This is an optimization exercise on Yosys and OpenROAD, whose aim is small area and few clock cycles per item, not a production implementation.
RTL that was checked went through simulation tests only; none was proved equivalent to the original.
Only the layout flow was run in run 1; the RTL was not checked for function there.

$ cat config.mk
export PLATFORM = sky130hd
export DESIGN_NAME = aes128_core
export DESIGN_NICKNAME = aes128_core
export VERILOG_FILES = /design/flow/design.v
export SDC_FILE = /design/flow/constraint.sdc
export NUM_CORES = 8
export LEC_CHECK = 0
export CAP_MARGIN = 20
export CORE_MARGIN = 2
export CORE_UTILIZATION = 60
export PLACE_DENSITY = 0.7
export SLEW_MARGIN = 20
export SYNTH_HIERARCHICAL = 1
export SYNTH_MINIMUM_KEEP_SIZE = 0
$ cat constraint.sdc
create_clock -name core_clock -period 8.0 [get_ports {clk}]
set_input_delay 1.6000 -clock core_clock [delete_from_list [all_inputs] [get_ports {clk}]]
set_output_delay 1.6000 -clock core_clock [all_outputs]
set_load 0.01 [all_outputs]
$ cat design.v
module aes_sbox (
  input  wire [7:0] in,
  output wire [7:0] out
);
  wire U0 = in[7], U1 = in[6], U2 = in[5], U3 = in[4], U4 = in[3], U5 = in[2], U6 = in[1], U7 = in[0];
  wire T4, T2, T1, T3, T13, X5, T6, T8, X8, T9, T19, T20, T10, T22, T24, T23;
  wire X16, T27, T16, T15, T26, T25, T17, T14, M1, M2, M3, M4, M5, M6, M7, M8;
  wire M9, M10, M11, M12, M13, M14, M15, M16, M17, M18, M19, M20, M21, M22, M23, M24;
  wire M25, M26, M27, M28, M29, M30, M31, M32, M33, M34, M35, M36, M37, M38, M39, M40;
  wire M41, M42, M43, M44, M45, M46, M47, M48, M49, M50, M51, M52, M53, M54, M55, M56;
  wire M57, M58, M59, M60, M61, M62, M63, Y0, Y1, Y2, Y3, Y4, Y5, Y6, Y7, Y8;
  wire Y9, Y10, Y11, S7, Y13, Y14, Y15, S3, Y17, S1, Y19, S0, Y21, Y22, S6, Y24;
  wire S5, Y26, Y27, S4, Y29, Y30, S2;
  g_xor2 u_t4 (.a(U3), .b(U5), .y(T4));
  g_xor2 u_t2 (.a(U5), .b(U0), .y(T2));
  g_xor2 u_t1 (.a(U0), .b(U3), .y(T1));
  g_xor2 u_t3 (.a(U6), .b(U0), .y(T3));
  g_xor2 u_t13 (.a(T3), .b(T4), .y(T13));
  g_xor2 u_x5 (.a(U4), .b(U6), .y(X5));
  g_xor2 u_t6 (.a(X5), .b(T1), .y(T6));
  g_xor2 u_t8 (.a(T6), .b(U7), .y(T8));
  g_xor2 u_x8 (.a(U1), .b(U2), .y(X8));
  g_xor2 u_t9 (.a(U7), .b(X8), .y(T9));
  g_xor2 u_t19 (.a(U3), .b(T9), .y(T19));
  g_xor2 u_t20 (.a(U0), .b(T9), .y(T20));
  g_xor2 u_t10 (.a(X8), .b(T6), .y(T10));
  g_xor2 u_t22 (.a(U6), .b(T9), .y(T22));
  g_xor2 u_t24 (.a(T2), .b(T10), .y(T24));
  g_xor2 u_t23 (.a(T19), .b(T13), .y(T23));
  g_xor2 u_x16 (.a(U2), .b(U5), .y(X16));
  g_xor2 u_t27 (.a(T1), .b(X16), .y(T27));
  g_xor2 u_t16 (.a(X5), .b(X16), .y(T16));
  g_xor2 u_t15 (.a(T16), .b(X8), .y(T15));
  g_xor2 u_t26 (.a(T16), .b(T3), .y(T26));
  g_xor2 u_t25 (.a(U0), .b(T16), .y(T25));
  g_xor2 u_t17 (.a(T16), .b(T9), .y(T17));
  g_xor2 u_t14 (.a(T1), .b(T15), .y(T14));
  g_nand2 u_m1 (.a(T13), .b(T6), .y(M1));
  g_nand2 u_m2 (.a(T23), .b(T8), .y(M2));
  g_xnor2 u_m3 (.a(T14), .b(M1), .y(M3));
  g_nand2 u_m4 (.a(T19), .b(U7), .y(M4));
  g_xor2 u_m5 (.a(M4), .b(M1), .y(M5));
  g_nand2 u_m6 (.a(T3), .b(T16), .y(M6));
  g_nand2 u_m7 (.a(T22), .b(T9), .y(M7));
  g_xnor2 u_m8 (.a(T26), .b(M6), .y(M8));
  g_nand2 u_m9 (.a(T20), .b(T17), .y(M9));
  g_xor2 u_m10 (.a(M9), .b(M6), .y(M10));
  g_nand2 u_m11 (.a(T1), .b(T15), .y(M11));
  g_nand2 u_m12 (.a(T4), .b(T27), .y(M12));
  g_xor2 u_m13 (.a(M12), .b(M11), .y(M13));
  g_nand2 u_m14 (.a(T2), .b(T10), .y(M14));
  g_xor2 u_m15 (.a(M14), .b(M11), .y(M15));
  g_xnor2 u_m16 (.a(M3), .b(M2), .y(M16));
  g_xor2 u_m17 (.a(M5), .b(T24), .y(M17));
  g_xnor2 u_m18 (.a(M8), .b(M7), .y(M18));
  g_xor2 u_m19 (.a(M10), .b(M15), .y(M19));
  g_xor2 u_m20 (.a(M16), .b(M13), .y(M20));
  g_xor2 u_m21 (.a(M17), .b(M15), .y(M21));
  g_xor2 u_m22 (.a(M18), .b(M13), .y(M22));
  g_xor2 u_m23 (.a(M19), .b(T25), .y(M23));
  g_xnor2 u_m24 (.a(M22), .b(M23), .y(M24));
  g_nand2 u_m25 (.a(M22), .b(M20), .y(M25));
  g_xor2 u_m26 (.a(M21), .b(M25), .y(M26));
  g_xnor2 u_m27 (.a(M20), .b(M21), .y(M27));
  g_xor2 u_m28 (.a(M23), .b(M25), .y(M28));
  g_nor2 u_m29 (.a(M28), .b(M27), .y(M29));
  g_nor2 u_m30 (.a(M26), .b(M24), .y(M30));
  g_nand2 u_m31 (.a(M20), .b(M23), .y(M31));
  g_nor2 u_m32 (.a(M27), .b(M31), .y(M32));
  g_xor2 u_m33 (.a(M27), .b(M25), .y(M33));
  g_nand2 u_m34 (.a(M21), .b(M22), .y(M34));
  g_nor2 u_m35 (.a(M24), .b(M34), .y(M35));
  g_xor2 u_m36 (.a(M24), .b(M25), .y(M36));
  g_xor2 u_m37 (.a(M21), .b(M29), .y(M37));
  g_xor2 u_m38 (.a(M32), .b(M33), .y(M38));
  g_xor2 u_m39 (.a(M23), .b(M30), .y(M39));
  g_xor2 u_m40 (.a(M35), .b(M36), .y(M40));
  g_xor2 u_m41 (.a(M38), .b(M40), .y(M41));
  g_xor2 u_m42 (.a(M37), .b(M39), .y(M42));
  g_xor2 u_m43 (.a(M37), .b(M38), .y(M43));
  g_xor2 u_m44 (.a(M39), .b(M40), .y(M44));
  g_xor2 u_m45 (.a(M42), .b(M41), .y(M45));
  g_nand2 u_m46 (.a(M44), .b(T6), .y(M46));
  g_nand2 u_m47 (.a(M40), .b(T8), .y(M47));
  g_nand2 u_m48 (.a(M39), .b(U7), .y(M48));
  g_nand2 u_m49 (.a(M43), .b(T16), .y(M49));
  g_nand2 u_m50 (.a(M38), .b(T9), .y(M50));
  g_nand2 u_m51 (.a(M37), .b(T17), .y(M51));
  g_nand2 u_m52 (.a(M42), .b(T15), .y(M52));
  g_nand2 u_m53 (.a(M45), .b(T27), .y(M53));
  g_nand2 u_m54 (.a(M41), .b(T10), .y(M54));
  g_nand2 u_m55 (.a(M44), .b(T13), .y(M55));
  g_nand2 u_m56 (.a(M40), .b(T23), .y(M56));
  g_nand2 u_m57 (.a(M39), .b(T19), .y(M57));
  g_nand2 u_m58 (.a(M43), .b(T3), .y(M58));
  g_nand2 u_m59 (.a(M38), .b(T22), .y(M59));
  g_nand2 u_m60 (.a(M37), .b(T20), .y(M60));
  g_nand2 u_m61 (.a(M42), .b(T1), .y(M61));
  g_nand2 u_m62 (.a(M45), .b(T4), .y(M62));
  g_nand2 u_m63 (.a(M41), .b(T2), .y(M63));
  g_xor2 u_y0 (.a(M61), .b(M62), .y(Y0));
  g_xnor2 u_y1 (.a(M56), .b(Y0), .y(Y1));
  g_xnor2 u_y2 (.a(M55), .b(Y1), .y(Y2));
  g_xor2 u_y3 (.a(M49), .b(M50), .y(Y3));
  g_xor2 u_y4 (.a(M46), .b(M58), .y(Y4));
  g_xnor2 u_y5 (.a(M48), .b(Y4), .y(Y5));
  g_xor2 u_y6 (.a(M46), .b(M47), .y(Y6));
  g_xor2 u_y7 (.a(M52), .b(M53), .y(Y7));
  g_xor2 u_y8 (.a(M50), .b(M51), .y(Y8));
  g_xnor2 u_y9 (.a(M59), .b(Y8), .y(Y9));
  g_xor2 u_y10 (.a(Y0), .b(Y9), .y(Y10));
  g_xor2 u_y11 (.a(Y3), .b(Y5), .y(Y11));
  g_xnor2 u_s7 (.a(Y11), .b(Y10), .y(S7));
  g_xor2 u_y13 (.a(M53), .b(M54), .y(Y13));
  g_xnor2 u_y14 (.a(M60), .b(Y13), .y(Y14));
  g_xor2 u_y15 (.a(Y3), .b(Y6), .y(Y15));
  g_xor2 u_s3 (.a(Y15), .b(Y2), .y(S3));
  g_xor2 u_y17 (.a(Y6), .b(Y7), .y(Y17));
  g_xnor2 u_s1 (.a(Y2), .b(Y17), .y(S1));
  g_xor2 u_y19 (.a(Y3), .b(Y7), .y(Y19));
  g_xor2 u_s0 (.a(Y2), .b(Y19), .y(S0));
  g_xor2 u_y21 (.a(Y11), .b(Y14), .y(Y21));
  g_xnor2 u_y22 (.a(M58), .b(Y13), .y(Y22));
  g_xnor2 u_s6 (.a(Y10), .b(Y22), .y(S6));
  g_xnor2 u_y24 (.a(M57), .b(Y1), .y(Y24));
  g_xor2 u_s5 (.a(Y24), .b(Y21), .y(S5));
  g_xor2 u_y26 (.a(M47), .b(M48), .y(Y26));
  g_xor2 u_y27 (.a(Y8), .b(Y26), .y(Y27));
  g_xor2 u_s4 (.a(Y2), .b(Y27), .y(S4));
  g_xor2 u_y29 (.a(M61), .b(M63), .y(Y29));
  g_xor2 u_y30 (.a(Y19), .b(Y29), .y(Y30));
  g_xnor2 u_s2 (.a(Y21), .b(Y30), .y(S2));
  assign out[7] = S0;
  assign out[6] = S1;
  assign out[5] = S2;
  assign out[4] = S3;
  assign out[3] = S4;
  assign out[2] = S5;
  assign out[1] = S6;
  assign out[0] = S7;
endmodule
module g_xor2  (input wire a, input wire b, output wire y); assign y = a ^ b;    endmodule
module g_xnor2 (input wire a, input wire b, output wire y); assign y = ~(a ^ b); endmodule
module g_nand2 (input wire a, input wire b, output wire y); assign y = ~(a & b); endmodule
module g_nor2  (input wire a, input wire b, output wire y); assign y = ~(a | b); endmodule
module aes128_core (
  input  wire         clk,
  input  wire         rst,         
  input  wire         in_valid,
  output wire         in_ready,
  input  wire [127:0] in_key,
  input  wire [127:0] in_block,
  output reg          out_valid,
  input  wire         out_ready,
  output wire [127:0] out_block
);
  reg         busy;
  reg  [3:0]  round;       
  reg [127:0] state;       
  reg [127:0] rkey;        
  wire accept = in_valid && in_ready;
  assign in_ready = !busy && (!out_valid || out_ready);
  reg [7:0] rcon;          
  always @* begin
    case (round)
      4'd2:    rcon = 8'h02;
      4'd3:    rcon = 8'h04;
      4'd4:    rcon = 8'h08;
      4'd5:    rcon = 8'h10;
      4'd6:    rcon = 8'h20;
      4'd7:    rcon = 8'h40;
      4'd8:    rcon = 8'h80;
      4'd9:    rcon = 8'h1b;
      4'd10:   rcon = 8'h36;
      default: rcon = 8'h01;
    endcase
  end
  wire [127:0] k_next;
  aes_key_step u_key (.k_in(busy ? rkey : in_key), .rcon(rcon), .k_out(k_next));
  wire [127:0] s_mixed;
  aes_mix_ark u_mix (
    .a(state), .k(rkey), .s_out(s_mixed), .s_last(out_block)
  );
  wire [127:0] s_next;
  aes_sub_shift u_sub (.s_in(busy ? s_mixed : (in_block ^ in_key)), .s_out(s_next));
  always @(posedge clk) begin
    if (rst) begin
      busy      <= 1'b0;
      round     <= 4'd0;
      out_valid <= 1'b0;
    end else begin
      if (out_valid && out_ready)
        out_valid <= 1'b0;
      if (accept) begin
        busy  <= 1'b1;
        round <= 4'd2;
      end else if (busy) begin
        if (round == 4'd10) begin
          busy      <= 1'b0;
          round     <= 4'd0;
          out_valid <= 1'b1;
        end else begin
          round <= round + 4'd1;
        end
      end
    end
  end
  always @(posedge clk) begin
    if (accept || busy) begin
      state <= s_next;
      rkey  <= k_next;
    end
  end
endmodule
module aes_key_step (
  input  wire [127:0] k_in,
  input  wire [7:0]   rcon,
  output wire [127:0] k_out
);
  genvar i, b;
  wire [31:0] kw0 = k_in[127:96];
  wire [31:0] kw1 = k_in[95:64];
  wire [31:0] kw2 = k_in[63:32];
  wire [31:0] kw3 = k_in[31:0];
  wire [31:0] rot = {kw3[23:0], kw3[31:24]};
  wire [31:0] sub;
  wire [31:0] nw0, nw1, nw2, nw3, t0;
  generate
    for (i = 0; i < 4; i = i + 1) begin : g_ks
      aes_sbox u_sbox (.in(rot[31-8*i -: 8]), .out(sub[31-8*i -: 8]));
    end
    for (b = 0; b < 32; b = b + 1) begin : g_kx
      if (b >= 24) begin : g_rc
        g_xor2 u_rc (.a(kw0[b]), .b(rcon[b-24]), .y(t0[b]));
      end else begin : g_norc
        assign t0[b] = kw0[b];
      end
      g_xor2 u_w0 (.a(t0[b]),  .b(sub[b]), .y(nw0[b]));
      g_xor2 u_w1 (.a(kw1[b]), .b(nw0[b]), .y(nw1[b]));
      g_xor2 u_w2 (.a(kw2[b]), .b(nw1[b]), .y(nw2[b]));
      g_xor2 u_w3 (.a(kw3[b]), .b(nw2[b]), .y(nw3[b]));
    end
  endgenerate
  assign k_out = {nw0, nw1, nw2, nw3};
endmodule
module aes_sub_shift (
  input  wire [127:0] s_in,
  output wire [127:0] s_out
);
  genvar i;
  wire [127:0] sb;
  generate
    for (i = 0; i < 16; i = i + 1) begin : g_sub
      aes_sbox u_sbox (.in(s_in[127-8*i -: 8]), .out(sb[127-8*i -: 8]));
    end
    for (i = 0; i < 16; i = i + 1) begin : g_shift
      localparam integer R = i % 4;
      localparam integer C = i / 4;
      localparam integer SRC = 4 * ((C + R) % 4) + R;
      assign s_out[127-8*i -: 8] = sb[127-8*SRC -: 8];
    end
  endgenerate
endmodule
module aes_mix_ark (
  input  wire [127:0] a,
  input  wire [127:0] k,
  output wire [127:0] s_out,
  output wire [127:0] s_last
);
  genvar i, b, n;
  generate
    for (b = 0; b < 128; b = b + 1) begin : g_ark
      g_xor2 u_h (.a(a[b]), .b(k[b]), .y(s_last[b]));
    end
  endgenerate
  generate
    for (i = 0; i < 4; i = i + 1) begin : g_mix
      wire [31:0] ac = a[127-32*i -: 32];
      wire [31:0] h = s_last[127-32*i -: 32];
      wire [31:0] u;        
      wire [31:0] x;        
      wire [7:0]  t;
      wire [31:0] f;
      for (b = 0; b < 4; b = b + 1) begin : g_byte
        localparam integer HI = 31 - 8*b;              
        localparam integer NX = 31 - 8*((b + 1) % 4);  
        wire [7:0] ub = u[HI -: 8];
        for (n = 0; n < 8; n = n + 1) begin : g_u
          g_xor2 u_u (.a(ac[HI-7+n]), .b(ac[NX-7+n]), .y(u[HI-7+n]));
        end
        assign x[HI-7] = ub[7];
        g_xor2 u_x1 (.a(ub[0]), .b(ub[7]), .y(x[HI-6]));
        assign x[HI-5] = ub[1];
        g_xor2 u_x3 (.a(ub[2]), .b(ub[7]), .y(x[HI-4]));
        g_xor2 u_x4 (.a(ub[3]), .b(ub[7]), .y(x[HI-3]));
        assign x[HI:HI-2] = ub[6:4];
        for (n = 0; n < 8; n = n + 1) begin : g_o
          g_xor2 u_f (.a(t[n]), .b(x[HI-7+n]), .y(f[HI-7+n]));
          g_xor2 u_o (.a(f[HI-7+n]), .b(h[HI-7+n]), .y(s_out[127-32*i-8*b-7+n]));
        end
      end
      for (b = 0; b < 8; b = b + 1) begin : g_t
        g_xor2 u_t (.a(u[24+b]), .b(u[8+b]), .y(t[b]));
      end
    end
  endgenerate
endmodule
$ cat flow/run.sh
#!/bin/bash
# The standard layout, with the port buffers made of buf_1 cells rather than
# the delay-buffer cells that buffer_ports picks on its own.
set -euo pipefail
bash standard.sh BUFFER_PORTS_ARGS="-buffer_cell sky130_fd_sc_hd__buf_1" finish > flow_make.log 2>&1
$ cat standard.sh
#!/bin/bash
# synth_recipe.tcl (not shown) runs the flow's synth.tcl, then flattens the netlist and writes it again
# the make line also repeats each setting of config.mk as NAME=value (left out here)
make -C /OpenROAD-flow-scripts/flow DESIGN_CONFIG=/design/flow/config.mk WORK_HOME=/design/flow/orfs CLKGATE_MAP_FILE= SYNTH_SCRIPT=/design/flow/synth_recipe.tcl "${@:-finish}"
==> results.json, run 1 <==
{
  "postLayoutCellArea_um2": 40600,
  "start_util": 0.605,
  "whs_ps": 577,
  "port_buffers": 389,
  "ioPinCount": 390,
  "synth_edf_count": 256,
  "cp.depth": 24,
  "yosysTopAreaCell": "xor2_1",
  "drcViolationCount": 0,
  "maxCapViolations": 0,
  "cp_slowest_stage_delay_ps": 730,
  "clk_pin_slew_ps": 60,
  "rr_worst_depth": 24,
  "crit_family": "XOR/XNOR gates",
  "firstDrtPassIters": 5,
  "finalCriticalPeriod_ps": 7510,
  "hold_start": "round[0]",
  "grt_pass1_wl_um": 166000,
  "antenna_found_initial": 2,
  "synth_area_leaders": "xor2_1 49%, edfxtp_1 21%, xnor2_1 11%",
  "min_to": "round[0]",
  "worst_slack_ps": 488,
  "grt_usage": 0.350,
  "num_antenna_cells": 0,
  "drv_slew": 0,
  "slowest_stage": "xor2_1",
  "num_vias": 28500,
  "critPathBufInv": 3,
  "overflow": 0,
  "wirelength_um": 115000,
  "setup_tns_ps": 0,
  "critPathMostFrequentCell": "xor2_1",
  "r2r-end": "state[99]",
  "holdCritPathClass": "register to register",
  "placed_cell_area_um2": 39400,
  "synthTopCellsByCount": "2088 x xor2_1, 731 x nand2_1, 468 x xnor2_1, 256 x edfxtp_1, 161 x buf_4",
  "clock_skew_ps": 16.8,
  "layout.nets": 4790,
  "cts_root_buffer": "clkbuf_16",
  "dp_hpwl_um": 97100,
  "row_count": 91,
  "ys.flop_type": "edfxtp_1",
  "timing.final.crit_share": 0.939,
  "critPathRequiredTime_ps": 8290,
  "cts.path.max_buffers": 3,
  "grt_pass1_vias": 27300,
  "crit_path_cell_trace": "buf_1, mux2_2, xor2_1, xor2_1, xor2_1, xor2_1, nand2_1, xnor2_1, xor2_1, nand2_1, xor2_1, xor2_1, xor2_1, xor2_1, nand2_1, xor2_1, xor2_1, xnor2_1, xor2_1, buf_4, xor2_1, xor2_1, buf_4, xor2_1",
  "synth_top_area_share": 0.492,
  "final_antenna_net_count": 0,
  "drt_iter0_drc": 2465,
  "r2r_setup_slack_ps": 560,
  "die_x_um": 253,
  "holdPathStages": 2,
  "syn_avg_cell_area_um2": 8.99,
  "numCtsBuffers": 34,
  "grt_setup_unrepaired": "no",
  "path_max_fanout": 4,
  "ys_types": 34,
  "cp-end-kind": "register",
  "grt_max_degree": 105,
  "pre_cts_slack_ps": 109,
  "relSlewSlack": 0.254,
  "worst_setup_path_start_kind": "primary input",
  "ys_seq_elements": 262,
  "reg2reg_from": "state[7]",
  "dieArea_um2": 64000,
  "die_h_um": 253,
  "viasPerCell": 5.33,
  "synthesis.nets": 4402,
  "worstSetupPathType": "primary input to register",
  "htree_levels": 2,
  "synth_most_common_cell": "xor2_1",
  "core-area_um2": 61500,
  "hold_viol_final": 0,
  "wl_per_cell_um": 21.6,
  "cts_tree": "done",
  "syn_to_final_growth_pct": 9.30,
  "tightest_slew_ps": 1120,
  "gp_congestion": 1.01,
  "outcome": "timing/DRC/antenna clean",
  "drive_gt1_frac": 0.0776,
  "yosysSeqAreaShare": 0.210,
  "clk_latency_ps": 550,
  "syn_inst": 4136,
  "cp.arrival_ps": 7800,
  "setup_viol": 0,
  "syn_area_um2": 37200,
  "cts.sinks": 262,
  "fmax_mhz": 133,
  "ys_async_sr_fraction": 0,
  "yosysWarningCount": 7
}
## sequential cells by signal, indices dropped and copies added, names as in the netlist
name / flops
state: 128
rkey: 128
out_valid: 1
round: 4
busy: 1
## cells in the final DEF (no fill, tap or decap), types with 2 or more instances in the layout
cell,instances
bufinv_16,6
inv_1,4
o21ai_0,124
buf_12,5
buf_1,389
buf_4,163
o21ai_1,8
a31oi_1,2
xor2_1,2088
clkinv_1,4
nand2b_1,3
clkinvlp_4,3
nand2_1,731
mux2_2,127
nor2_1,84
inv_6,2
edfxtp_1,256
clkbuf_1,6
clkbuf_16,37
xnor2_1,467
dfxtp_1,5
clkinv_2,4
nor2b_1,5
and2_1,2
ha_1,6
a22o_1,2
## tightest hold or removal path, stage by stage (launching register included)
cell and delay (ps):
dfxtp_1 360, nand2b_1 110, a211oi_2 60
## how the worst max path moves through the flow
stage / from / to / slack (ps)
after floorplan: in_key[2] / rkey[12] / 990
final: in_key[21] / rkey[25] / 490
after detailed placement: in_key[5] / rkey[15] / 110
after global routing: state[7] / state[103] / 90
after global placement: in_key[29] / rkey[7] / 150
after CTS: busy / rkey[7] / 480
## final cells by class
cell class | count | area, um^2
multi-input cells | 3665 | 27800
fillers | 5332 | 20800
flip-flops and latches | 262 | 7810
repair buffers | 557 | 2780
well taps | 790 | 988
clock buffers | 43 | 948
clock inverters | 19 | 255
inverters | 4 | 15.0
## per-layer routing
layer  part of all wire  GRT usage
met2               0.45      0.559
met3              0.070     0.0414
met4              0.063      0.193
met1               0.42      0.460
met5                  0          0
## per-module statistics from Yosys (local to each module, per instance), a selection
module       copies in the design  flip-flops and latches
g_xnor2                       340                       0
g_nor2                         80                       0
g_xor2                       2088                       0
g_nand2                       600                       0
aes_sbox                       20                       0
aes128_core                     1                     262
## what timing repair did
item                                    4_1_cts  5_1_grt
hold buffers                                  0        0
gates resized for setup                       0        1
setup buffers                                 0        1
endpoints found under the setup margin        0        4
## cell families after synthesis
logic type	count (synthesis)	synth area share
compound gates	143	0.0201
xor+xnor	2556	0.602
fa+ha+maj	6	0.00202
buf+inv	209	0.0418
flops	262	0.210
mux	129	0.0391
simple gates	831	0.0851
## through the flow
stage          instances   util
6_report            5340  0.661
5_1_grt             5340  0.661
4_1_cts             5339  0.661
3_5_place_dp        5277  0.641
3_3_place_gp        5277  0.641
2_1_floorplan       4136      -
==> run 2, diff against run 1 <==
--- a/design.v
+++ b/design.v
@@ -10,6 +10,5 @@
   wire M41, M42, M43, M44, M45, M46, M47, M48, M49, M50, M51, M52, M53, M54, M55, M56;
   wire M57, M58, M59, M60, M61, M62, M63, Y0, Y1, Y2, Y3, Y4, Y5, Y6, Y7, Y8;
-  wire Y9, Y10, Y11, S7, Y13, Y14, Y15, S3, Y17, S1, Y19, S0, Y21, Y22, S6, Y24;
-  wire S5, Y26, Y27, S4, Y29, Y30, S2;
+  wire Y9, Y10, Y11, Y13, Y14, Y15, Y17, Y19, Y21, Y22, Y24, Y26, Y27, Y29, Y30;
   g_xor2 u_t4 (.a(U3), .b(U5), .y(T4));
   g_xor2 u_t2 (.a(U5), .b(U0), .y(T2));
@@ -111,32 +110,24 @@
   g_xor2 u_y10 (.a(Y0), .b(Y9), .y(Y10));
   g_xor2 u_y11 (.a(Y3), .b(Y5), .y(Y11));
-  g_xnor2 u_s7 (.a(Y11), .b(Y10), .y(S7));
+  g_xnor2 u_s7 (.a(Y11), .b(Y10), .y(out[0]));
   g_xor2 u_y13 (.a(M53), .b(M54), .y(Y13));
   g_xnor2 u_y14 (.a(M60), .b(Y13), .y(Y14));
   g_xor2 u_y15 (.a(Y3), .b(Y6), .y(Y15));
-  g_xor2 u_s3 (.a(Y15), .b(Y2), .y(S3));
+  g_xor2 u_s3 (.a(Y15), .b(Y2), .y(out[4]));
   g_xor2 u_y17 (.a(Y6), .b(Y7), .y(Y17));
-  g_xnor2 u_s1 (.a(Y2), .b(Y17), .y(S1));
+  g_xnor2 u_s1 (.a(Y2), .b(Y17), .y(out[6]));
   g_xor2 u_y19 (.a(Y3), .b(Y7), .y(Y19));
-  g_xor2 u_s0 (.a(Y2), .b(Y19), .y(S0));
+  g_xor2 u_s0 (.a(Y2), .b(Y19), .y(out[7]));
   g_xor2 u_y21 (.a(Y11), .b(Y14), .y(Y21));
   g_xnor2 u_y22 (.a(M58), .b(Y13), .y(Y22));
-  g_xnor2 u_s6 (.a(Y10), .b(Y22), .y(S6));
+  g_xnor2 u_s6 (.a(Y10), .b(Y22), .y(out[1]));
   g_xnor2 u_y24 (.a(M57), .b(Y1), .y(Y24));
-  g_xor2 u_s5 (.a(Y24), .b(Y21), .y(S5));
+  g_xor2 u_s5 (.a(Y24), .b(Y21), .y(out[2]));
   g_xor2 u_y26 (.a(M47), .b(M48), .y(Y26));
   g_xor2 u_y27 (.a(Y8), .b(Y26), .y(Y27));
-  g_xor2 u_s4 (.a(Y2), .b(Y27), .y(S4));
+  g_xor2 u_s4 (.a(Y2), .b(Y27), .y(out[3]));
   g_xor2 u_y29 (.a(M61), .b(M63), .y(Y29));
   g_xor2 u_y30 (.a(Y19), .b(Y29), .y(Y30));
-  g_xnor2 u_s2 (.a(Y21), .b(Y30), .y(S2));
-  assign out[7] = S0;
-  assign out[6] = S1;
-  assign out[5] = S2;
-  assign out[4] = S3;
-  assign out[3] = S4;
-  assign out[2] = S5;
-  assign out[1] = S6;
-  assign out[0] = S7;
+  g_xnor2 u_s2 (.a(Y21), .b(Y30), .y(out[5]));
 endmodule
 module g_xor2  (input wire a, input wire b, output wire y); assign y = a ^ b;    endmodule
--- a/config.mk
+++ b/config.mk
@@ -9,4 +9,5 @@
 export CORE_MARGIN = 2
 export CORE_UTILIZATION = 60
+export CTS_BUF_LIST = sky130_fd_sc_hd__clkbuf_4 sky130_fd_sc_hd__clkbuf_8
 export PLACE_DENSITY = 0.7
 export SLEW_MARGIN = 20
==> results.json, run 2 <==
{
  "top_regs": "rkey (128), state (128), round (4)",
  "ioPinCount": 390,
  "fin_util": 0.686,
  "critPathRequiredTime_ps": 8390,
  "grt_usage": 0.362,
  "met1_usage": 0.483,
  "placed_cell_area_um2": 39600,
  "row_count": 89,
  "ys_seq_elements": 262,
  "core-area_um2": 59100,
  "cts_tree": "done",
  "numCtsBuffers": 49,
  "relSlewSlack": 0.337,
  "hold_buffers": 0,
  "critPathBufInv": 0,
  "hold_viol_final": 0,
  "maxCapViolations": 0,
  "syn_to_final_growth_pct": 12.7,
  "final_antenna_net_count": 0,
  "num-fill-cells": 5104,
  "yosysSeqAreaShare": 0.217,
  "grt_pass1_wl_um": 170000,
  "critPathMostFrequentCell": "xor2_1",
  "gp_congestion": 1.03,
  "grt-busiest-layer": "met2",
  "drv_slew": 0,
  "drt_iter0_drc": 2272,
  "slowest_stage": "dfxtp_4",
  "htree_levels": 2,
  "cts_root_buffer": "clkbuf_8",
  "outcome": "timing/DRC/antenna clean",
  "synth_area_leaders": "xor2_1 51%, edfxtp_1 21%, xnor2_1 11%",
  "timing.final.crit_share": 0.940,
  "tightest_slew_ps": 995,
  "viasPerCell": 5.36,
  "dieArea_um2": 62000,
  "clk_pin_slew_ps": 60,
  "clock_skew_ps": 47.8,
  "ys_async_sr_fraction": 0,
  "yosysTopAreaCell": "xor2_1",
  "firstDrtPassIters": 5,
  "setup_tns_ps": 0,
  "setup_viol": 0,
  "holdCritPathClass": "register to register",
  "grt_setup_unrepaired": "no",
  "cts_resized": 0,
  "crit_path_cell_trace": "mux2_2, xor2_1, xor2_1, xor2_1, xor2_1, nand2_1, xnor2_1, xor2_1, nand2_1, xor2_1, nor2_1, xor2_1, xor2_1, xor2_1, nand2_1, xor2_1, xnor2_1, xnor2_1, xor2_1, xor2_1, xor2_1, xor2_1, xor2_1",
  "antenna_found_initial": 7,
  "cp_slowest_stage_delay_ps": 880,
  "port_buffers": 389,
  "grt_pass1_vias": 28100,
  "cts.path.max_buffers": 3,
  "die_h_um": 249,
  "synth_top_area_share": 0.508,
  "grt_use_met2": 0.582,
  "synthesis.nets": 4242,
  "synthTopCellsByCount": "2088 x xor2_1, 731 x nand2_1, 468 x xnor2_1, 256 x edfxtp_1, 127 x mux2_2",
  "start_util": 0.609,
  "cp.arrival_ps": 7910,
  "crit_family": "XOR/XNOR gates",
  "worstSetupPathType": "register to register",
  "layout.nets": 4827,
  "dp_hpwl_um": 97600,
  "yosysWarningCount": 7,
  "wl_per_cell_um": 21.6,
  "whs_ps": 591,
  "finalCriticalPeriod_ps": 7520,
  "grt_max_degree": 144,
  "regArea_um2": 7810,
  "synth_most_common_cell": "xor2_1",
  "cp-end-kind": "register",
  "ys_types": 34,
  "cts.sinks": 262,
  "wirelength_um": 116000,
  "drive_gt1_frac": 0.0867,
  "syn_inst": 3976,
  "grt_util_met3": 0.0437,
  "cts_setup_buffers": 0,
  "fmax_mhz": 133,
  "syn_avg_cell_area_um2": 9.05,
  "synth_edf_count": 256,
  "instances_no_fill": 5367,
  "drcViolationCount": 0,
  "postLayoutCellArea_um2": 40600,
  "path_max_fanout": 68,
  "layout_commonest_cell": "xor2_1",
  "worst_setup_path_start_kind": "register",
  "final_cell_mix": "2088 x xor2_1, 731 x nand2_1, 468 x xnor2_1",
  "dp_cells": 5283,
  "clk_latency_ps": 670,
  "ys.flop_type": "edfxtp_1",
  "num_vias": 28700,
  "multiInputGateArea_um2": 27800,
  "syn_area_um2": 36000,
  "die_x_um": 249,
  "overflow": 0
}
-- run 2: cell types whose count changed after synthesis --
cell and delta:
buf_4 -160
-- run 2: layer usage --
metal / routed length (um) / vias up
met3: 8900 / 209
met5: 12 / -
li1: - / 13700
met4: 5820 / 2
met2: 52300 / 1233
met1: 48700 / 13600
-- run 2: modules after synthesis (local to each module, per instance), a selection --
module / flip-flops and latches / copies in the design / area, um^2
aes128_core: 262 / 1 / 12200
g_nand2: 0 / 600 / 3.75
g_nor2: 0 / 80 / 3.75
g_xnor2: 0 / 340 / 8.76
g_xor2: 0 / 2088 / 8.76
-- run 2: worst paths after layout --
path,depth (start not counted),start,slack [ps],to
setup / recovery,23,busy,480,rkey[3]
hold / removal,2,round[1],590,round[1]
setup reg to reg,23,busy,480,rkey[3]
hold reg to reg,2,round[1],590,round[1]
-- run 2: metrics by stage --
stage,setup WS (ps)
after floorplan,1050
after global placement,182
after detailed placement,55.3
after CTS,624
after global routing,71.4
final,481
-- run 2: final cells by class --
cell class              count  area share
flip-flops and latches    262       0.193
diodes                      1   0.0000617
multi-input cells        3665       0.686
repair buffers            579      0.0721
clock buffers              60      0.0187
inverters                   4    0.000370
clock inverters            23     0.00595
well taps                 773      0.0238
-- run 2: cell families (layout without fill, tap and decap cells) --
| logic type | count (synthesis) | after routing | synth area share |
|---|---|---|---|
| buffers and inverters | 49 | 666 | 0.00977 |
| AOI/OAI and AO/OA | 143 | 143 | 0.0208 |
| and+or+nand+nor | 831 | 831 | 0.0880 |
| xor gates and xnor gates | 2556 | 2556 | 0.622 |
| DFF | 262 | 262 | 0.217 |
| muxes | 129 | 129 | 0.0404 |
| other | 0 | 1 | 0 |
| adders and majority gates | 6 | 6 | 0.00209 |
-- run 2: worst min-delay path, stage by stage (launching register included) --
cell      delay (ps)
dfxtp_1          370
nand2b_1          90
a31oi_1           70
Testbench counts of run 2, summed over its fixed seeds: cycles 19,208, items 1,920.
==> run 3, diff against run 2 <==
--- a/config.mk
+++ b/config.mk
@@ -8,7 +8,6 @@
 export CAP_MARGIN = 20
 export CORE_MARGIN = 2
-export CORE_UTILIZATION = 60
-export CTS_BUF_LIST = sky130_fd_sc_hd__clkbuf_4 sky130_fd_sc_hd__clkbuf_8
-export PLACE_DENSITY = 0.7
+export CORE_UTILIZATION = 70
+export PLACE_DENSITY = 0.8
 export SLEW_MARGIN = 20
 export SYNTH_HIERARCHICAL = 1
==> results.json, run 3 <==
{
  "drive_gt1_frac": 0.0791,
  "maxCapViolations": 0,
  "htree_levels": 2,
  "holdCritPathClass": "register to register",
  "synthesis.nets": 4242,
  "cts_setup_buffers": 0,
  "syn_inst": 3976,
  "synth_most_common_cell": "xor2_1",
  "start_util": 0.704,
  "num_vias": 29600,
  "layout.nets": 4803,
  "critPathBufInv": 5,
  "whs_ps": 609,
  "postLayoutCellArea_um2": 40500,
  "wirelength_um": 115000,
  "gp_congestion": 1.07,
  "ys_async_sr_fraction": 0,
  "numCtsBuffers": 35,
  "synth_area_leaders": "xor2_1 51%, edfxtp_1 21%, xnor2_1 11%",
  "critPathRequiredTime_ps": 8270,
  "layout_commonest_cell": "xor2_1",
  "cp.arrival_ps": 7950,
  "synthTopCellsByCount": "2088 x xor2_1, 731 x nand2_1, 468 x xnor2_1, 256 x edfxtp_1, 127 x mux2_2",
  "placed_cell_area_um2": 39400,
  "final_antenna_net_count": 0,
  "cts_root_buffer": "clkbuf_16",
  "cts_tree": "done",
  "grt_setup_unrepaired": "no",
  "top_regs": "rkey (128), state (128), round (4)",
  "overflow": 0,
  "clk_latency_ps": 560,
  "antenna_found_initial": 2,
  "row_count": 83,
  "die_x_um": 231,
  "synth_top_area_share": 0.508,
  "yosysSeqAreaShare": 0.217,
  "ys.flop_type": "edfxtp_1",
  "relSlewSlack": 0.356,
  "cts.sinks": 262,
  "drt_iter0_drc": 2897,
  "syn_to_final_growth_pct": 12.6,
  "core-area_um2": 51100,
  "cp-end-kind": "register",
  "finalCriticalPeriod_ps": 7680,
  "timing.final.crit_share": 0.960,
  "tightest_slew_ps": 956,
  "cts_resized": 0,
  "critPathMostFrequentCell": "xor2_1",
  "final_cell_mix": "2088 x xor2_1, 731 x nand2_1, 468 x xnor2_1",
  "dp_hpwl_um": 95200,
  "hold_viol_final": 0,
  "yosysWarningCount": 7,
  "clock_skew_ps": 27.2,
  "syn_area_um2": 36000,
  "synth_edf_count": 256,
  "slowest_stage": "xor2_1",
  "crit_path_start": "in_key[18]",
  "hold_buffers": 0,
  "firstDrtPassIters": 5,
  "worst_setup_path_start_kind": "primary input",
  "cp_slowest_stage_delay_ps": 640,
  "viasPerCell": 5.64,
  "worstSetupPathType": "primary input to register",
  "crit_family": "XOR/XNOR gates",
  "setup_tns_ps": 0,
  "hold_start": "round[0]",
  "reg2reg_from": "state[44]",
  "grt_pass1_wl_um": 167000,
  "yosysTopAreaCell": "xor2_1",
  "grt_pass1_vias": 27800,
  "dieArea_um2": 53200,
  "wl_per_cell_um": 22.0,
  "cts.path.max_buffers": 3,
  "ys_types": 34,
  "grt_usage": 0.418,
  "setup_viol": 0,
  "port_buffers": 389,
  "path_max_fanout": 4,
  "drv_slew": 0,
  "ioPinCount": 390,
  "syn_avg_cell_area_um2": 9.05,
  "drcViolationCount": 0,
  "ys_seq_elements": 262,
  "fmax_mhz": 130,
  "clk_pin_slew_ps": 50,
  "outcome": "timing/DRC/antenna clean",
  "die_h_um": 231,
  "grt_max_degree": 186
}
## run 3: cell counts after synthesis
Identical to the previous run, type by type.
## run 3: layout make-up
class                           instances  area (um^2)
Multi-Input combinational cell       3665        27800
Fill cell                            3696        10600
Sequential cell                       262         7810
Timing Repair Buffer                  569         2840
Clock buffer                           44          910
Tap cell                              680          851
Clock inverter                         17          267
Inverter                                4         15.0
Antenna cell                            1         2.50
## run 3: path summary, 6_finish.rpt
| kind | slack, ps | cells past startpoint | to |
|---|---|---|---|
| hold reg to reg | 610 | 2 | round[0] |
| hold / removal | 610 | 2 | round[0] |
| setup reg to reg | 460 | 23 | state[63] |
| setup / recovery | 320 | 28 | rkey[26] |
## run 3: stage by stage
stage,util,instances,setup WS [ps]
5_1_grt,0.793,5241,38.2
6_report,0.793,5242,321
2_1_floorplan,-,3976,1050
3_5_place_dp,0.770,5180,37.9
4_1_cts,0.793,5241,489
3_3_place_gp,0.770,5180,257
## run 3: Yosys stat by module, one instance, submodules excluded, excerpt
module	flip-flops and latches	times used	cells inside
g_nor2	0	80	1
g_xnor2	0	340	1
g_nand2	0	600	1
g_xor2	0	2088	1
aes128_core	262	1	868
## run 3: metal layers
layer	wire length (um)	track usage	vias to the layer above
li1	-	-	13700
met1	46200	0.549	14100
met2	50700	0.658	1558
met3	10400	0.0589	303
met4	7750	0.245	2
met5	8	0	-
## run 3: worst min-delay path, cell delays in order (launching register included)
cell	delay, ps
dfxtp_1	380
nand2b_1	120
a211oi_2	60
## run 3: logic make-up after synthesis
group / Yosys count / synth area share
AOI/OAI and AO/OA: 143 / 0.0208
xor gates and xnor gates: 2556 / 0.622
adders and majority gates: 6 / 0.00209
buffers and inverters: 49 / 0.00977
DFF: 262 / 0.217
muxes: 129 / 0.0404
and+or+nand+nor: 831 / 0.0880
==> run 4, diff against run 3 <==
--- a/config.mk
+++ b/config.mk
@@ -8,6 +8,6 @@
 export CAP_MARGIN = 20
 export CORE_MARGIN = 2
-export CORE_UTILIZATION = 70
-export PLACE_DENSITY = 0.8
+export CORE_UTILIZATION = 60
+export PLACE_DENSITY = 0.7
 export SLEW_MARGIN = 20
 export SYNTH_HIERARCHICAL = 1
==> results.json, run 4 <==
{
  "antenna_found_initial": 4,
  "timing.final.crit_share": 0.946,
  "holdPathStages": 2,
  "final_cell_mix": "2088 x xor2_1, 731 x nand2_1, 468 x xnor2_1",
  "cp-end-kind": "register",
  "cts.sinks": 262,
  "die_x_um": 249,
  "dp_hpwl_um": 97600,
  "outcome": "timing/DRC/antenna clean",
  "setup_tns_ps": 0,
  "num_vias": 28800,
  "syn_area_um2": 36000,
  "syn_avg_cell_area_um2": 9.05,
  "drive_gt1_frac": 0.0812,
  "instances_no_fill": 5343,
  "synth_area_leaders": "xor2_1 51%, edfxtp_1 21%, xnor2_1 11%",
  "ioPinCount": 390,
  "overflow": 0,
  "tightest_slew_ps": 1020,
  "numCtsBuffers": 31,
  "wl_per_cell_um": 21.6,
  "holdCritPathClass": "register to register",
  "clk_pin_slew_ps": 70,
  "top_regs": "rkey (128), state (128), round (4)",
  "syn_to_final_growth_pct": 12.9,
  "slowest_stage": "dfxtp_4",
  "cp_slowest_stage_delay_ps": 870,
  "worst_setup_path_start_kind": "register",
  "critPathMostFrequentCell": "xor2_1",
  "clock_skew_ps": 14.8,
  "cts_root_buffer": "clkbuf_16",
  "grt_usage": 0.359,
  "ys.flop_type": "edfxtp_1",
  "hold_viol_final": 0,
  "dp_cells": 5283,
  "fmax_mhz": 132,
  "worstSetupPathType": "register to register",
  "yosysTopAreaCell": "xor2_1",
  "drcViolationCount": 0,
  "port_buffers": 389,
  "gp_congestion": 1.03,
  "wirelength_um": 116000,
  "die_h_um": 249,
  "drt_iter0_drc": 2478,
  "layout_commonest_cell": "xor2_1",
  "maxCapViolations": 0,
  "viasPerCell": 5.39,
  "ys_async_sr_fraction": 0,
  "synth_edf_count": 256,
  "dieArea_um2": 62000,
  "worst_slack_ps": 431,
  "cts_setup_buffers": 0,
  "ys_seq_elements": 262,
  "grt_max_degree": 144,
  "yosysSeqAreaShare": 0.217,
  "synthesis.nets": 4242,
  "hold_buffers": 0,
  "crit_path_cell_trace": "mux2_2, xor2_1, xor2_1, xor2_1, xor2_1, nand2_1, xnor2_1, xor2_1, nand2_1, xor2_1, nor2_1, xor2_1, xor2_1, xor2_1, nand2_1, xor2_1, xnor2_1, xnor2_1, xor2_1, xor2_1, xor2_1, xor2_1, xor2_1",
  "rr_worst_depth": 23,
  "grt_pass1_wl_um": 170000,
  "finalCriticalPeriod_ps": 7570,
  "syn_inst": 3976,
  "pre_cts_slack_ps": 55.3,
  "path_max_fanout": 68,
  "final_antenna_net_count": 0,
  "cts.path.max_buffers": 3,
  "synth_most_common_cell": "xor2_1",
  "synthTopCellsByCount": "2088 x xor2_1, 731 x nand2_1, 468 x xnor2_1, 256 x edfxtp_1, 127 x mux2_2",
  "firstDrtPassIters": 5,
  "relSlewSlack": 0.318,
  "cp.arrival_ps": 7900,
  "row_count": 89,
  "htree_levels": 1,
  "grt_setup_unrepaired": "no",
  "cts_resized": 0,
  "setup_viol": 0,
  "critPathRequiredTime_ps": 8330,
  "layout.nets": 4809,
  "r2r_setup_slack_ps": 430,
  "yosysWarningCount": 7,
  "synth_top_area_share": 0.508,
  "core-area_um2": 59100,
  "grt_pass1_vias": 27900,
  "ys_types": 34,
  "clk_latency_ps": 610,
  "cts_tree": "done",
  "drv_slew": 0,
  "start_util": 0.609
}
-- run 4: cell counts after synthesis --
Identical to the previous run, type by type.
-- run 4: critical path: cells and delay by family (launching register included) --
kind	cells	cell delay, ps
xor gates and xnor gates	18	5340
DFF	1	870
and+or+nand+nor	4	500
muxes	1	460
-- run 4: final timing paths --
path | startpoint | end
max | busy | rkey[3]
min | round[1] | round[1]
max reg2reg | busy | rkey[3]
min reg2reg | round[1] | round[1]
-- run 4: cell type report --
class | instances | area (um^2)
multi-input combinational | 3665 | 27800
sequential | 262 | 7810
clock inverter | 23 | 284
inverter | 4 | 15.0
antenna | 3 | 7.51
timing repair buffer | 579 | 2920
fill | 5066 | 18500
tap | 773 | 967
clock buffer | 34 | 787
-- run 4: kinds of logic (layout without fill, tap and decap cells) --
family	count (synthesis)	count (layout)	synth area share
adder cells (fa/ha/maj)	6	6	0.00209
AND/OR/NAND/NOR	831	831	0.0880
flip-flops	262	262	0.217
XOR/XNOR	2556	2556	0.622
multiplexers	129	129	0.0404
AO/OA/AOI/OAI	143	143	0.0208
buffers and inverters	49	640	0.00977
other	0	3	0
-- run 4: metal layers --
| layer | global-route usage | vias to the layer above | part of all wire |
|---|---|---|---|
| li1 | - | 13700 | - |
| met1 | 0.483 | 13700 | 0.42 |
| met2 | 0.587 | 1261 | 0.45 |
| met3 | 0.0377 | 206 | 0.077 |
| met4 | 0.155 | 0 | 0.049 |
| met5 | 0 | - | 0 |
-- run 4: through the flow --
| step | instance area [um^2] | utilization | hold slack (ps) |
|---|---|---|---|
| 3_5_place_dp | 39600 | 0.669 | 576 |
| 5_1_grt | 40600 | 0.687 | 621 |
| 3_3_place_gp | 39600 | 0.669 | 567 |
| 2_1_floorplan | 36000 | - | 522 |
| 4_1_cts | 40600 | 0.687 | 585 |
| 6_report | 40600 | 0.687 | 590 |
-- run 4: per-module statistics from Yosys, one instance, submodules excluded, excerpt --
module       flops+latches  area, um^2  cells inside  times used
g_xor2                   0        8.76             1        2088
g_xnor2                  0        8.76             1         340
g_nor2                   0        3.75             1          80
aes128_core            262       12200           868           1
g_nand2                  0        3.75             1         600
==> run 5, diff against run 4 <==
==> flow/run.sh (replaced) <==
#!/bin/bash
# The standard layout, with two changes: the port buffers are buf_1 cells
# rather than the delay-buffer cells that buffer_ports picks on its own, and
# after global routing the resizer gives back area on paths with slack
# (ORFS's RECOVER_POWER step).
set -euo pipefail
bash standard.sh BUFFER_PORTS_ARGS="-buffer_cell sky130_fd_sc_hd__buf_1" RECOVER_POWER=100 finish > flow_make.log 2>&1
==> results.json, run 5 <==
{
  "instances_no_fill": 5342,
  "cts_setup_buffers": 0,
  "critPathRequiredTime_ps": 8400,
  "drt_iter0_drc": 2561,
  "synthTopCellsByCount": "2088 x xor2_1, 731 x nand2_1, 468 x xnor2_1, 256 x edfxtp_1, 127 x mux2_2",
  "syn_inst": 3976,
  "wl_per_cell_um": 21.6,
  "top_regs": "rkey (128), state (128), round (4)",
  "path_max_fanout": 5,
  "dp_cells": 5283,
  "ioPinCount": 390,
  "synth_most_common_cell": "xor2_1",
  "syn_area_um2": 36000,
  "cp.arrival_ps": 8040,
  "cts_tree": "done",
  "clk_pin_slew_ps": 70,
  "worst_setup_path_start_kind": "register",
  "cts.path.max_buffers": 3,
  "htree_levels": 1,
  "drcViolationCount": 0,
  "placed_cell_area_um2": 39600,
  "ys_seq_elements": 262,
  "port_buffers": 389,
  "cts_root_buffer": "clkbuf_16",
  "worstSetupPathType": "register to register",
  "syn_to_final_growth_pct": 12.3,
  "yosysWarningCount": 7,
  "die_h_um": 249,
  "cts.sinks": 262,
  "yosysTopAreaCell": "xor2_1",
  "fmax_mhz": 131,
  "row_count": 89,
  "layout_commonest_cell": "xor2_1",
  "clock_skew_ps": 14.5,
  "finalCriticalPeriod_ps": 7640,
  "ys.flop_type": "edfxtp_1",
  "grt_max_degree": 144,
  "syn_avg_cell_area_um2": 9.05,
  "outcome": "finished with violations",
  "numCtsBuffers": 31,
  "hold_buffers": 0,
  "num-fill-cells": 5117,
  "antenna_found_initial": 4,
  "grt_setup_unrepaired": "no",
  "cts_resized": 0,
  "wirelength_um": 116000,
  "hold_viol_final": 0,
  "relSlewSlack": -1.79,
  "setup_viol": 0,
  "final_cell_mix": "2088 x xor2_1, 731 x nand2_1, 468 x xnor2_1",
  "holdCritPathClass": "register to register",
  "die_x_um": 249,
  "grt_usage": 0.359,
  "synth_top_area_share": 0.508,
  "start_util": 0.609,
  "layout.nets": 4809,
  "drive_gt1_frac": 0.0701,
  "synth_edf_count": 256,
  "whs_ps": 590,
  "clk_latency_ps": 610,
  "synth_area_leaders": "xor2_1 51%, edfxtp_1 21%, xnor2_1 11%",
  "overflow": 0,
  "synthesis.nets": 4242,
  "yosysSeqAreaShare": 0.217,
  "fin_util": 0.684,
  "grt_pass1_wl_um": 170000,
  "holdPathStages": 2,
  "drv_slew": 261,
  "firstDrtPassIters": 7,
  "ys_async_sr_fraction": 0,
  "dp_hpwl_um": 97600,
  "rr_worst_depth": 25,
  "maxCapViolations": 3,
  "postLayoutCellArea_um2": 40400,
  "ys_types": 34,
  "core-area_um2": 59100,
  "grt_pass1_vias": 27900,
  "dieArea_um2": 62000,
  "num_vias": 28700,
  "so_faults": "max-capacitance violations, max-slew violations",
  "timing.final.crit_share": 0.955,
  "tightest_slew_ps": 4180,
  "final_antenna_net_count": 0,
  "gp_congestion": 1.03,
  "cp-end-kind": "register",
  "viasPerCell": 5.37,
  "setup_tns_ps": 0
}
[run 5: critical path, cell delays in order, from the launching register on]
cell and delay, ps:
edfxtp_1 500, xor2_1 550, xor2_1 570, xor2_1 220
xor2_1 180, nand2_1 70, o21ai_0 100, clkbuf_1 360
xor2_1 200, buf_4 170, xor2_1 400, xor2_1 330
nand2_1 110, xor2_1 260, xor2_1 200, xor2_1 390
xnor2_1 250, xor2_1 210, xor2_1 420, xor2_1 300
xor2_1 220, nand2_1 90, xor2_1 290, xnor2_1 190
xnor2_1 500, xor2_1 350
[run 5: final timing paths]
path / from / slack (ps) / endpoint
setup / recovery: state[119] / 360 / state[43]
hold / removal: round[1] / 590 / round[1]
setup reg to reg: state[119] / 360 / state[43]
hold reg to reg: round[1] / 590 / round[1]
[run 5: cell type report]
| type | count | area, um^2 | share of cell area |
|---|---|---|---|
| sequential | 262 | 7810 | 0.193 |
| tap | 773 | 967 | 0.0239 |
| clock inverter | 23 | 284 | 0.00702 |
| clock buffer | 34 | 787 | 0.0195 |
| timing repair buffer | 579 | 2730 | 0.0676 |
| antenna | 2 | 5.00 | 0.000124 |
| inverter | 4 | 15.0 | 0.000371 |
| multi-input combinational | 3665 | 27800 | 0.688 |
[run 5: logic make-up after synthesis]
logic type | synth area share
AOI/OAI and AO/OA | 0.0208
xor gates and xnor gates | 0.622
adders and majority gates | 0.00209
buffers and inverters | 0.00977
DFF | 0.217
muxes | 0.0404
and+or+nand+nor | 0.0880
[run 5: per-module statistics from Yosys, one instance, submodules excluded, excerpt]
module | cells | area (um^2) | times used | flip-flops and latches
aes128_core | 868 | 12200 | 1 | 262
g_nand2 | 1 | 3.75 | 600 | 0
g_xnor2 | 1 | 8.76 | 340 | 0
g_xor2 | 1 | 8.76 | 2088 | 0
g_nor2 | 1 | 3.75 | 80 | 0
[run 5: per-stage QoR]
step | setup slack, ps
after detailed placement | 55.3
after global routing | 30.9
after floorplan | 1050
after CTS | 584
after global placement | 182
final | 361
[run 5: metal layers]
| metal | up-vias | global-route usage | part of all wire |
|---|---|---|---|
| met2 | 1161 | 0.587 | 0.46 |
| met4 | 0 | 0.155 | 0.049 |
| met3 | 191 | 0.0377 | 0.072 |
| met1 | 13700 | 0.483 | 0.42 |
| li1 | 13700 | - | - |
| met5 | - | 0 | 0 |
==> run 6, diff against run 5 <==
==> flow/run.sh (replaced) <==
#!/bin/bash
# The standard layout, with the port buffers made of buf_1 cells rather than
# the delay-buffer cells that buffer_ports picks on its own, and a clock tree
# without dummy loads.
set -euo pipefail
bash standard.sh BUFFER_PORTS_ARGS="-buffer_cell sky130_fd_sc_hd__buf_1" \
  CTS_ARGS="-sink_clustering_enable -repair_clock_nets -dont_use_dummy_load" \
  finish > flow_make.log 2>&1
==> results.json, run 6 <==
{
  "tightest_slew_ps": 1030,
  "grt_max_degree": 144,
  "syn_avg_cell_area_um2": 9.05,
  "relSlewSlack": 0.315,
  "synth_edf_count": 256,
  "cp-end-kind": "register",
  "cts_root_buffer": "clkbuf_16",
  "ioPinCount": 390,
  "drt_iter0_drc": 2539,
  "die_x_um": 249,
  "antenna_found_initial": 5,
  "gp_congestion": 1.03,
  "worst_setup_path_start_kind": "register",
  "cp.arrival_ps": 7840,
  "final_antenna_net_count": 0,
  "path_max_fanout": 68,
  "met1_usage": 0.481,
  "dp_hpwl_um": 97600,
  "outcome": "timing/DRC/antenna clean",
  "reg2reg_from": "busy",
  "yosysTopAreaCell": "xor2_1",
  "final_cell_mix": "2088 x xor2_1, 731 x nand2_1, 468 x xnor2_1",
  "num-fill-cells": 5112,
  "clock_skew_ps": 22.5,
  "synth_area_leaders": "xor2_1 51%, edfxtp_1 21%, xnor2_1 11%",
  "syn_area_um2": 36000,
  "yosysWarningCount": 7,
  "ys_types": 34,
  "synthesis.nets": 4242,
  "finalCriticalPeriod_ps": 7520,
  "row_count": 89,
  "fin_util": 0.682,
  "cts_tree": "done",
  "die_h_um": 249,
  "core-area_um2": 59100,
  "yosysSeqAreaShare": 0.217,
  "holdPathStages": 2,
  "min_to": "round[1]",
  "numCtsBuffers": 31,
  "synth_most_common_cell": "xor2_1",
  "syn_to_final_growth_pct": 12.1,
  "top_regs": "rkey (128), state (128), round (4)",
  "r2r_setup_slack_ps": 480,
  "critPathRequiredTime_ps": 8320,
  "hold_viol_final": 0,
  "drv_slew": 0,
  "dieArea_um2": 62000,
  "synthTopCellsByCount": "2088 x xor2_1, 731 x nand2_1, 468 x xnor2_1, 256 x edfxtp_1, 127 x mux2_2",
  "layout_commonest_cell": "xor2_1",
  "layout.nets": 4809,
  "syn_inst": 3976,
  "overflow": 0,
  "ys_async_sr_fraction": 0,
  "ys_seq_elements": 262,
  "htree_levels": 1,
  "worstSetupPathType": "register to register",
  "hold_buffers": 0,
  "wirelength_um": 116000,
  "setup_viol": 0,
  "r2r-end": "rkey[3]",
  "rr_worst_depth": 23,
  "wl_per_cell_um": 21.7,
  "clk_latency_ps": 610,
  "hold_start": "round[1]",
  "multiInputGateArea_um2": 27800,
  "regArea_um2": 7810,
  "grt_pass1_vias": 27800,
  "grt_usage": 0.359,
  "grt_use_met2": 0.585,
  "clk_pin_slew_ps": 60,
  "setup_tns_ps": 0,
  "ys.flop_type": "edfxtp_1",
  "firstDrtPassIters": 5,
  "cts.path.max_buffers": 3,
  "port_buffers": 389,
  "fmax_mhz": 133,
  "grt_pass1_wl_um": 169000,
  "start_util": 0.609,
  "cts_setup_buffers": 0,
  "maxCapViolations": 0,
  "drive_gt1_frac": 0.0777,
  "viasPerCell": 5.38,
  "holdCritPathClass": "register to register",
  "cts_resized": 0,
  "drcViolationCount": 0,
  "grt-busiest-layer": "met2",
  "timing.final.crit_share": 0.940,
  "grt_util_met3": 0.0419,
  "cts.sinks": 262,
  "synth_top_area_share": 0.508,
  "num_vias": 28600,
  "grt_setup_unrepaired": "no"
}
[run 6: changes by cell type in the layout (fill, tap and decap cells not counted), sizes merged, moves of 2 or more]
cell	previous run	this run
buf	528	579
bufinv	6	0
inv	7	4
clkbuf	85	31
clkinv	13	0
diode	2	4
[run 6: metrics by stage]
step	std cells	setup WS (ps)	hold slack (ps)	cell area, um^2
2_1_floorplan	3976	1050	522	36000
3_3_place_gp	5283	182	567	39600
3_5_place_dp	5283	55.3	576	39600
4_1_cts	5314	618	579	40300
5_1_grt	5315	51.8	615	40300
6_report	5318	482	590	40300
[run 6: logic make-up (layout without fill, tap and decap cells)]
logic type      Yosys count  in the layout  share of synthesized area
other cells               0              4                          0
compound gates          143            143                     0.0208
buf+inv                  49            614                    0.00977
mux                     129            129                     0.0404
simple gates            831            831                     0.0880
xor+xnor               2556           2556                      0.622
fa+ha+maj                 6              6                    0.00209
flops                   262            262                      0.217
[run 6: layout make-up]
class | instances | area share
multi-input cells | 3665 | 0.690
flip-flops and latches | 262 | 0.194
repair buffers | 579 | 0.0725
well taps | 773 | 0.0240
clock buffers | 31 | 0.0192
inverters | 4 | 0.000372
diodes | 4 | 0.000248
[run 6: per-module statistics from Yosys (local to each module, per instance), a selection]
module	flops+latches	cells
g_nand2	0	1
g_nor2	0	1
aes128_core	262	868
g_xor2	0	1
g_xnor2	0	1
[run 6: worst max-delay path by stage]
stage	start	end	slack, ps
2_1_floorplan	in_key[2]	rkey[12]	1050
3_3_place_gp	in_key[29]	rkey[3]	180
3_5_place_dp	in_key[29]	rkey[3]	60
4_1_cts	state[119]	state[123]	620
5_1_grt	state[119]	state[127]	50
6_report	busy	rkey[3]	480
[run 6: routing by layer]
layer,up-vias,wire length [um],share of wire
met2,1222,52300,0.45
met5,-,0,0
li1,13600,-,-
met3,187,8900,0.077
met1,13600,48600,0.42
met4,0,5700,0.049
[run 6: critical path, cell delays in order, from the launching register on]
cell     delay (ps)
dfxtp_4         870
mux2_2          460
xor2_1          350
xor2_1          250
xor2_1          320
xor2_1          240
nand2_1          90
xnor2_1         190
xor2_1          290
nand2_1         210
xor2_1          210
nor2_1          120
xor2_1          240
xor2_1          300
xor2_1          210
nand2_1          90
xor2_1          270
xnor2_1         160
xnor2_1         540
xor2_1          230
xor2_1          340
xor2_1          420
xor2_1          580
xor2_1          150
==> run 7, diff against run 6 <==
==> flow/run.sh (replaced) <==
#!/bin/bash
# The standard layout, with the port buffers made of buf_1 cells rather than
# the delay-buffer cells that buffer_ports picks on its own, and a clock tree
# of clkbuf_4/clkbuf_8 cells without dummy loads.
set -euo pipefail
bash standard.sh BUFFER_PORTS_ARGS="-buffer_cell sky130_fd_sc_hd__buf_1" \
  CTS_ARGS="-sink_clustering_enable -repair_clock_nets -dont_use_dummy_load -buf_list {sky130_fd_sc_hd__clkbuf_4 sky130_fd_sc_hd__clkbuf_8} -sink_clustering_size 16 -sink_clustering_max_diameter 60" \
  finish > flow_make.log 2>&1
==> results.json, run 7 <==
{
  "synth_most_common_cell": "xor2_1",
  "hold_buffers": 0,
  "timing.final.crit_share": 0.932,
  "cp-end-kind": "register",
  "ys.flop_type": "edfxtp_1",
  "grt_setup_unrepaired": "no",
  "port_buffers": 389,
  "drv_slew": 0,
  "syn_area_um2": 36000,
  "maxCapViolations": 0,
  "holdCritPathClass": "register to register",
  "synthTopCellsByCount": "2088 x xor2_1, 731 x nand2_1, 468 x xnor2_1, 256 x edfxtp_1, 127 x mux2_2",
  "synth_top_family_by_area": "XOR/XNOR gates",
  "postLayoutCellArea_um2": 40100,
  "ys_types": 34,
  "slowest_stage": "dfxtp_4",
  "top_regs": "rkey (128), state (128), round (4)",
  "die_h_um": 249,
  "clock_skew_ps": 72.6,
  "viasPerCell": 5.36,
  "cts_root_buffer": "clkbuf_8",
  "wl_per_cell_um": 21.7,
  "syn_to_final_growth_pct": 11.3,
  "cts.path.max_buffers": 3,
  "relSlewSlack": 0.326,
  "dieArea_um2": 62000,
  "layout_commonest_cell": "xor2_1",
  "synth_fa_ha_area_frac": 0.00209,
  "whs_ps": 589,
  "antenna_found_initial": 4,
  "path_max_fanout": 68,
  "critPathRequiredTime_ps": 8350,
  "gp_congestion": 1.03,
  "cts_resized": 0,
  "layout.nets": 4814,
  "finalCriticalPeriod_ps": 7460,
  "drcViolationCount": 0,
  "cts.sinks": 262,
  "drive_gt1_frac": 0.0788,
  "fmax_mhz": 134,
  "outcome": "timing/DRC/antenna clean",
  "wirelength_um": 115000,
  "critPathMostFrequentCell": "xor2_1",
  "synth-xor-area-share": 0.622,
  "tightest_slew_ps": 1010,
  "start_util": 0.609,
  "yosysWarningCount": 7,
  "final_cell_mix": "2088 x xor2_1, 731 x nand2_1, 468 x xnor2_1",
  "syn_inst": 3976,
  "firstDrtPassIters": 5,
  "ioPinCount": 390,
  "syn_avg_cell_area_um2": 9.05,
  "synth-simple-area-share": 0.0880,
  "pre_cts_slack_ps": 55.3,
  "placed_cell_area_um2": 39600,
  "final_antenna_net_count": 0,
  "numCtsBuffers": 36,
  "htree_levels": 2,
  "yosysSeqAreaShare": 0.217,
  "grt_max_degree": 144,
  "worst_slack_ps": 544,
  "synth_area_leaders": "xor2_1 51%, edfxtp_1 21%, xnor2_1 11%",
  "muxShareOfSynthArea": 0.0404,
  "row_count": 89,
  "num_vias": 28500,
  "cts_setup_buffers": 0,
  "dp_hpwl_um": 97600,
  "grt_usage": 0.359,
  "yosysTopAreaCell": "xor2_1",
  "worst_setup_path_start_kind": "register",
  "synth-compound-area-share": 0.0208,
  "cp_slowest_stage_delay_ps": 890,
  "setup_tns_ps": 0,
  "cts_tree": "done",
  "dp_cells": 5283,
  "clk_pin_slew_ps": 80,
  "core-area_um2": 59100,
  "overflow": 0,
  "drt_iter0_drc": 2467,
  "instances_no_fill": 5322,
  "ys_seq_elements": 262,
  "die_x_um": 249,
  "synthesis.nets": 4242,
  "crit_path_cell_trace": "mux2_2, xor2_1, xor2_1, xor2_1, xor2_1, nand2_1, xnor2_1, xor2_1, nand2_1, xor2_1, nor2_1, xor2_1, xor2_1, xor2_1, nand2_1, xor2_1, xnor2_1, xnor2_1, xor2_1, xor2_1, xor2_1, xor2_1, xor2_1",
  "hold_viol_final": 0,
  "ys_async_sr_fraction": 0,
  "worstSetupPathType": "register to register",
  "cp.arrival_ps": 7800,
  "grt_pass1_vias": 27900,
  "synth_top_area_share": 0.508,
  "setup_viol": 0,
  "grt_pass1_wl_um": 169000,
  "synth_edf_count": 256,
  "clk_latency_ps": 640
}
[run 7: cell counts after synthesis]
Identical to the previous run, type by type.
[run 7: Yosys stat by module (local to each module, per instance), excerpt]
module       cells inside  flops+latches  area (um^2)  copies in the design
aes128_core           868            262        12200                     1
g_xnor2                 1              0         8.76                   340
g_xor2                  1              0         8.76                  2088
g_nand2                 1              0         3.75                   600
g_nor2                  1              0         3.75                    80
[run 7: kinds of logic after synthesis]
kind of cell    count (synthesis)
fa+ha+maj                       6
mux                           129
xor+xnor                     2556
simple gates                  831
flops                         262
buf+inv                        49
compound gates                143
[run 7: final cells by class]
type,count,area (um^2)
Clock buffer,36,495
Fill cell,5148,19100
Antenna cell,3,7.51
Timing Repair Buffer,579,2920
Sequential cell,262,7810
Inverter,4,15.0
Tap cell,773,967
Multi-Input combinational cell,3665,27800
[run 7: layer usage]
metal | up-vias | track usage | wire (um) | share of wire
met4 | 0 | 0.170 | 5760 | 0.050
met2 | 1178 | 0.581 | 52200 | 0.45
li1 | 13600 | - | - | -
met5 | - | 0 | 0 | 0
met1 | 13500 | 0.479 | 48400 | 0.42
met3 | 196 | 0.0441 | 8900 | 0.077
[run 7: worst max-delay path: cells and delay by family (launching register included)]
kind             cells  cell delay, ps
XOR/XNOR            18            5230
multiplexers         1             470
flip-flops           1             890
AND/OR/NAND/NOR      4             500
[run 7: worst paths after layout]
path,end,startpoint,cells past startpoint,slack [ps]
worst max register to register,rkey[3],busy,23,540
worst max-delay path,rkey[3],busy,23,540
worst min-delay path,round[1],round[1],2,590
worst min register to register,round[1],round[1],2,590
[run 7: per-stage QoR]
step	util
3_5_place_dp	0.669
3_3_place_gp	0.669
5_1_grt	0.677
4_1_cts	0.677
2_1_floorplan	-
6_report	0.677

[separate check: timing with driven ports]
No port has a modelled driver above. Below, the same layouts with a new extraction and two added sets of constraints. Step 1 sets driving cells, clkbuf_16 on the clock port and buf_2 on the other inputs (assumed; they add their load-dependent delay and slew). Step 2 adds t to the input delays and takes it off the output delays; t is the mean of the earliest and latest rising clock arrival at the registers after step 1. Input paths then give back, and output paths get back, about the clock's delay inside the block. a / b / c = no drivers / after step 1 / after step 2; a / b = the first two.
| run | t, ns | setup WS [ns] | slew at the worst register clock pin (ns) | worst data-port slew with drivers (ns) | pins driven straight from the clock port |
|---|---|---|---|---|---|
| run 1 | 0.615 | 0.488 / 0.535 / -0.081 | 0.06 / 0.06 | 0.12 | 1 |
| run 2 | 0.700 | 0.481 / 0.481 / -0.088 | 0.07 / 0.07 | 0.07 | 1 |
| run 3 | 0.611 | 0.321 / 0.357 / -0.254 | 0.06 / 0.06 | 0.12 | 1 |
| run 4 | 0.663 | 0.431 / 0.431 / -0.149 | 0.07 / 0.07 | 0.07 | 1 |
| run 5 | 0.661 | 0.361 / 0.361 / -0.221 | 0.07 / 0.07 | 0.07 | 1 |
| run 6 | 0.655 | 0.482 / 0.482 / -0.105 | 0.06 / 0.06 | 0.07 | 1 |
| run 7 | 0.657 | 0.544 / 0.544 / -0.032 | 0.10 / 0.10 | 0.08 | 1 |
The setup slack of run 6, which loses most, moves by 0.000 ns with the drivers and by -0.587 ns with both steps.
